This is an optimization exercise on Yosys and OpenROAD, whose aim is small area, a short achievable clock period and few clock cycles, not a production implementation. Only simulation tests tie the RTL to the original design; equivalence was not proved.

==> inputs of build 85 <==
Design strobe_energy, start of the top module:
module strobe_energy (
    input  wire        clk,
    input  wire        rst,
    input  wire        tbl_we,
    input  wire [2:0]  tbl_sel,
    input  wire [3:0]  tbl_idx,
    input  wire [31:0] tbl_data,
    input  wire        step_start,
    input  wire [15:0] step_theta,
    input  wire [10:0] step_density,
    input  wire        step_boost,
    input  wire [2:0]  step_pclass,
    input  wire [1:0]  step_nsub,
    input  wire        step_clamp,
    input  wire        dot_valid,
    output wire        dot_ready,
    input  wire [1:0]  dot_value,
    input  wire [3:0]  dot_hist,
    output wire        res_valid,
    input  wire        res_ready,
    output wire [22:0] res_energy,
    output wire [3:0]  res_mask
);
export LEC_CHECK = 0
export CAP_MARGIN = 20
export CORE_MARGIN = 2
export CORE_UTILIZATION = 40
export CTS_CLUSTER_DIAMETER = 150
export CTS_CLUSTER_SIZE = 20
export PLACE_DENSITY = 0.6
export SLEW_MARGIN = 20
create_clock -name core_clock -period 52.0 [get_ports {clk}]
standard.sh (not shown) runs the stock make flow with config.mk's settings and CLKGATE_MAP_FILE= SYNTH_SCRIPT=/design/flow/synth_recipe.tcl, a recipe that flattens the netlist after the stock synthesis.
==> flow/flow/run.sh <==
#!/bin/bash
# The standard layout, except that the input and output ports are buffered
# with buf_4 cells instead of the delay buffers buffer_ports picks by default.
# make's full output (which holds every tool's output) goes to flow_make.log;
# ORFS also keeps each step's log under orfs/logs/.
set -o pipefail
bash standard.sh "BUFFER_PORTS_ARGS=-buffer_cell sky130_fd_sc_hd__buf_4" finish > flow_make.log 2>&1
==> trial 88: changes against build 85 <==
--- a/flow/design.v
+++ b/flow/design.v
@@ -59,10 +59,11 @@
                 default: ;
             endcase
         end
     end
     localparam ST_IDLE = 4'd0;
+    localparam ST_CMP  = 4'd10;
     localparam ST_RDLO = 4'd1;
     localparam ST_RDHI = 4'd2;
     localparam ST_MUL  = 4'd3;
     localparam ST_DIV  = 4'd4;
     localparam ST_UPS  = 4'd5;
@@ -73,17 +74,19 @@
     reg [3:0]  state;
     reg [2:0]  cnt;
     reg [11:0] scale;        
     reg [10:0] density;      
     reg [11:0] boost;        
+    reg [3:0]  bsel;         
+    reg        st_wait;      
     reg [15:0] clamp_e;      
     reg [1:0]  nsub;
     reg        clamp_on;
     reg [20:0] e0, e1, e2, e3;
-    wire [15:0] theta = e0[15:0];    
-    wire [15:0] span  = e1[15:0];    
-    wire [27:0] dv    = {e3[6:0], e2};
+    wire [15:0] theta = e3[15:0];    
+    wire [15:0] span  = e2[15:0];    
+    wire [27:0] dv    = {e1[6:0], e0};
     wire [20:0] sub_e [0:3];
     assign sub_e[0] = e0;
     assign sub_e[1] = e1;
     assign sub_e[2] = e2;
     assign sub_e[3] = e3;
@@ -112,15 +115,15 @@
         for (i = 0; i < 16; i = i + 1)
             ge[i] = ge16s(theta, temp_pt[i]);
     end
     wire [16:0] gl = {1'b0, ge[15:1], 1'b1};
     wire [15:0] sel_lo = gl[15:0] & ~gl[16:1];
-    reg  [14:0] sel_q;
+    reg  [15:0] sel_q;
     reg         interp;
-    wire [15:0] rsel = (state == ST_RDHI) ? {sel_q, 1'b0} : sel_lo;
+    wire [15:0] rsel = (state == ST_RDHI) ? {sel_q[14:0], 1'b0} : sel_q;
     always @(posedge clk) begin
-        sel_q  <= sel_lo[14:0];
+        sel_q  <= sel_lo;
         interp <= ge[0] && !ge[15];
     end
     reg [15:0] rd_pt;
     reg [11:0] rd_sc;
     always @(*) begin
@@ -152,12 +155,13 @@
                 dv_next = {r17[15:0], dv_next[10:0], 1'b0};
         end
     end
     wire [11:0] part_hi = scale + {dv[11-DIV_STEPS:0], {DIV_STEPS{1'b0}}};
     wire [11:0] s_op    = scale + ((state == ST_UPS) ? {{(12-DIV_STEPS){1'b0}}, dv[DIV_STEPS-1:0]} : 12'd0);
-    wire [11:0] boost_rd  = boost_tbl[boost[2:0]];
-    wire [11:0] boost_sel = (boost[3] && boost_rd != 12'd0) ? boost_rd : 12'd1024;
+    wire [11:0] boost_rd  = boost_tbl[bsel[2:0]];
+    wire [11:0] boost_sel = (bsel[3] && boost_rd != 12'd0) ? boost_rd : 12'd1024;
+    wire        ld_step   = st_wait && step_start;
     reg        in0_v, in1_v;
     reg        rdy;          
     reg [1:0]  in0_val, in1_val;
     reg [3:0]  in0_h, in1_h;
     reg        q1_v, q1_z;
@@ -207,11 +211,11 @@
     end
     reg  [15:0] m1_a;
     reg  [11:0] m1_b;
     always @(*) begin
         case (state)
-            ST_RDLO: begin m1_a = energy_target[0]; m1_b = 12'd614; end
+            ST_CMP:  begin m1_a = energy_target[0]; m1_b = 12'd614; end
             ST_MUL:  begin m1_a = theta;            m1_b = dv[11:0]; end
             default: begin
                 m1_a = cls_lo ? energy_target[1] : energy_target[0];
                 m1_b = m_rd;
             end
@@ -250,10 +254,11 @@
     wire [22:0] d_energy = q4_z ? 23'd0 : q4_x;
     wire [3:0]  d_mask   = q4_z ? 4'd0  : s5_m;
     always @(posedge clk) begin
         if (rst) begin
             state   <= ST_IDLE;
+            st_wait <= 1'b1;
             in0_v   <= 1'b0;
             in1_v   <= 1'b0;
             rdy     <= 1'b1;
             q1_v    <= 1'b0;
             q2_v    <= 1'b0;
@@ -282,25 +287,33 @@
             if (!out_v || res_ready)
                 out_v <= sk_v || push;
             sk_v <= sk_v ? !pop : (push && out_v && !res_ready);
             case (state)
                 ST_IDLE, ST_RUN:
-                    if (step_start)
-                        state <= ST_RDLO;
+                    if (step_start) begin
+                        state   <= ST_CMP;
+                        st_wait <= 1'b0;
+                    end
+                ST_CMP:  state <= ST_RDLO;
                 ST_RDLO: state <= ST_RDHI;
                 ST_RDHI: state <= interp ? ST_MUL : ST_UPS;
                 ST_MUL:  state <= ST_DIV;
                 ST_DIV:
                     if (cnt == DIV_CYC - 1)
                         state <= ST_UPS;
                 ST_UPS:  state <= ST_UP2;
                 ST_UP2:  state <= ST_UP3;
                 ST_UP3:  state <= ST_EK;
                 ST_EK:
-                    if (cnt[1:0] == nsub)
-                        state <= ST_RUN;
-                default: state <= ST_IDLE;
+                    if (cnt[1:0] == nsub) begin
+                        state   <= ST_RUN;
+                        st_wait <= 1'b1;
+                    end
+                default: begin
+                    state   <= ST_IDLE;
+                    st_wait <= 1'b1;
+                end
             endcase
         end
     end
     always @(posedge clk) begin
         if (!in1_v) begin
@@ -333,52 +346,58 @@
         end
         if (!sk_v) begin
             sk_energy <= d_energy;
             sk_mask   <= d_mask;
         end
+        if (ld_step) begin
+            density  <= step_density;
+            bsel     <= {step_boost, step_pclass};
+            nsub     <= step_nsub;
+            clamp_on <= step_clamp;
+        end
         case (state)
             ST_IDLE, ST_RUN: begin
-                if (step_start) begin
-                    e0       <= {5'd0, step_theta};
-                    density  <= step_density;
-                    boost    <= {8'd0, step_boost, step_pclass};
-                    nsub     <= step_nsub;
-                    clamp_on <= step_clamp;
-                end
+                if (ld_step)
+                    e3 <= {5'd0, step_theta};
             end
-            ST_RDLO: begin
-                e1      <= {5'd0, rd_pt};
-                scale   <= rd_sc;
+            ST_CMP: begin
                 boost   <= boost_sel;
                 clamp_e <= m1_p[25:10];
             end
+            ST_RDLO: begin
+                e2      <= {5'd0, rd_pt};
+                scale   <= rd_sc;
+            end
             ST_RDHI: begin
-                e1    <= {5'd0, rd_pt - span};
+                e2    <= {5'd0, rd_pt - span};
                 cnt   <= (ip_ds[11:4] == 8'd0) ? 3'd4 :
+                         (ip_ds[11:6] == 6'd0) ? 3'd3 :
                          (ip_ds[11:8] == 4'd0) ? 3'd2 : 3'd0;
-                e0    <= {5'd0, ip_dt};
+                e3    <= {5'd0, ip_dt};
                 if (!interp)
-                    e2 <= 21'd0;
+                    e0 <= 21'd0;
                 else if (ip_ds[11:4] == 8'd0)
-                    e2 <= {9'd0, ip_ds[3:0], 8'd0};
+                    e0 <= {9'd0, ip_ds[3:0], 8'd0};
+                else if (ip_ds[11:6] == 6'd0)
+                    e0 <= {9'd0, ip_ds[5:0], 6'd0};
                 else if (ip_ds[11:8] == 4'd0)
-                    e2 <= {9'd0, ip_ds[7:0], 4'd0};
+                    e0 <= {9'd0, ip_ds[7:0], 4'd0};
                 else
-                    e2 <= {9'd0, ip_ds};
-                e3    <= 21'd0;
+                    e0 <= {9'd0, ip_ds};
+                e1    <= 21'd0;
                 if (interp && down)
                     scale <= rd_sc;
                 if (!interp)
                     q1_x <= {2'd0, energy_target[0]};
             end
             ST_MUL: begin
-                e2 <= m1_p[20:0];
-                e3 <= {14'd0, m1_p[27:21]};
+                e0 <= m1_p[20:0];
+                e1 <= {14'd0, m1_p[27:21]};
             end
             ST_DIV: begin
-                e2  <= dv_next[20:0];
-                e3  <= {14'd0, dv_next[27:21]};
+                e0  <= dv_next[20:0];
+                e1  <= {14'd0, dv_next[27:21]};
                 cnt <= cnt + 3'd1;
                 if (cnt == DIV_CYC - 1) begin
                     scale <= part_hi;
                     q1_x  <= {2'd0, energy_target[0]};
                 end
CAP_MARGIN = 0   (was 20)
SLEW_MARGIN = 0   (was 20)
==> summary of the runs <==
- Trial 88 completed with no timing, DRC or antenna violations. Build 85 ran to the end with no violations.
- Final area: trial 88 is smaller than build 85 (0.68%).
- Between trial 88 and build 85, the lower sequential share of layout area is in build 85 (gap 0.44 points).
- Core utilization: trial 88 is lower than build 85 (0.085 points).
==> figures <==
|  | build 85 | trial 88 |
|---|---|---|
| Path length in cells of the critical path | 46 | 34 |
| Most common cell type on the critical path | sky130_fd_sc_hd__maj3_2 | sky130_fd_sc_hd__inv_1 |
| Area fraction in compound gates after synthesis | 0.115 | 0.113 |
| Clock network area share | 0.0253 | 0.0249 |
| Highest clock rate | 0.0777 GHz | 0.0836 GHz |
| Result of the run | complete, no violations | complete, no violations |
| Wire length on met1 | 124000 um | 121000 um |
| Final design utilization | 0.437 | 0.436 |
| Count of plain and timing-repair buffers in the layout | 339 | 325 |
Testbench counts of build 85, summed over its fixed seeds: cycles 19,886.
Testbench counts of trial 88, summed over its fixed seeds: cycles 19,911.

what the ideal ports hide:
The flow's constraints put no driver on any port. The routed layouts listed below were extracted and timed again, unchanged, in two steps.
Step 1, drivers: a clkbuf_16 drives clk and a buf_2 each remaining input, both assumed.
Step 2 times the ports against the registers' clock, not the clock port: input delays grow and output delays shrink by t, the midpoint of the rising clock arrivals with the driver on.
Slacks: no drivers / after step 1 / after step 2; pairs: no drivers / after step 1.
run	shift t [ns]	slack for setup (ns)	worst setup path after step 2
build 85	0.840	39.126 / 39.126 / 39.126	register to register
trial 88	0.831	40.034 / 40.034 / 39.452	input to register
After both steps every run listed still meets setup and hold. For trial 88, which loses most, drivers alone change the setup slack by 0.000 ns; drivers and shift together by -0.582 ns.
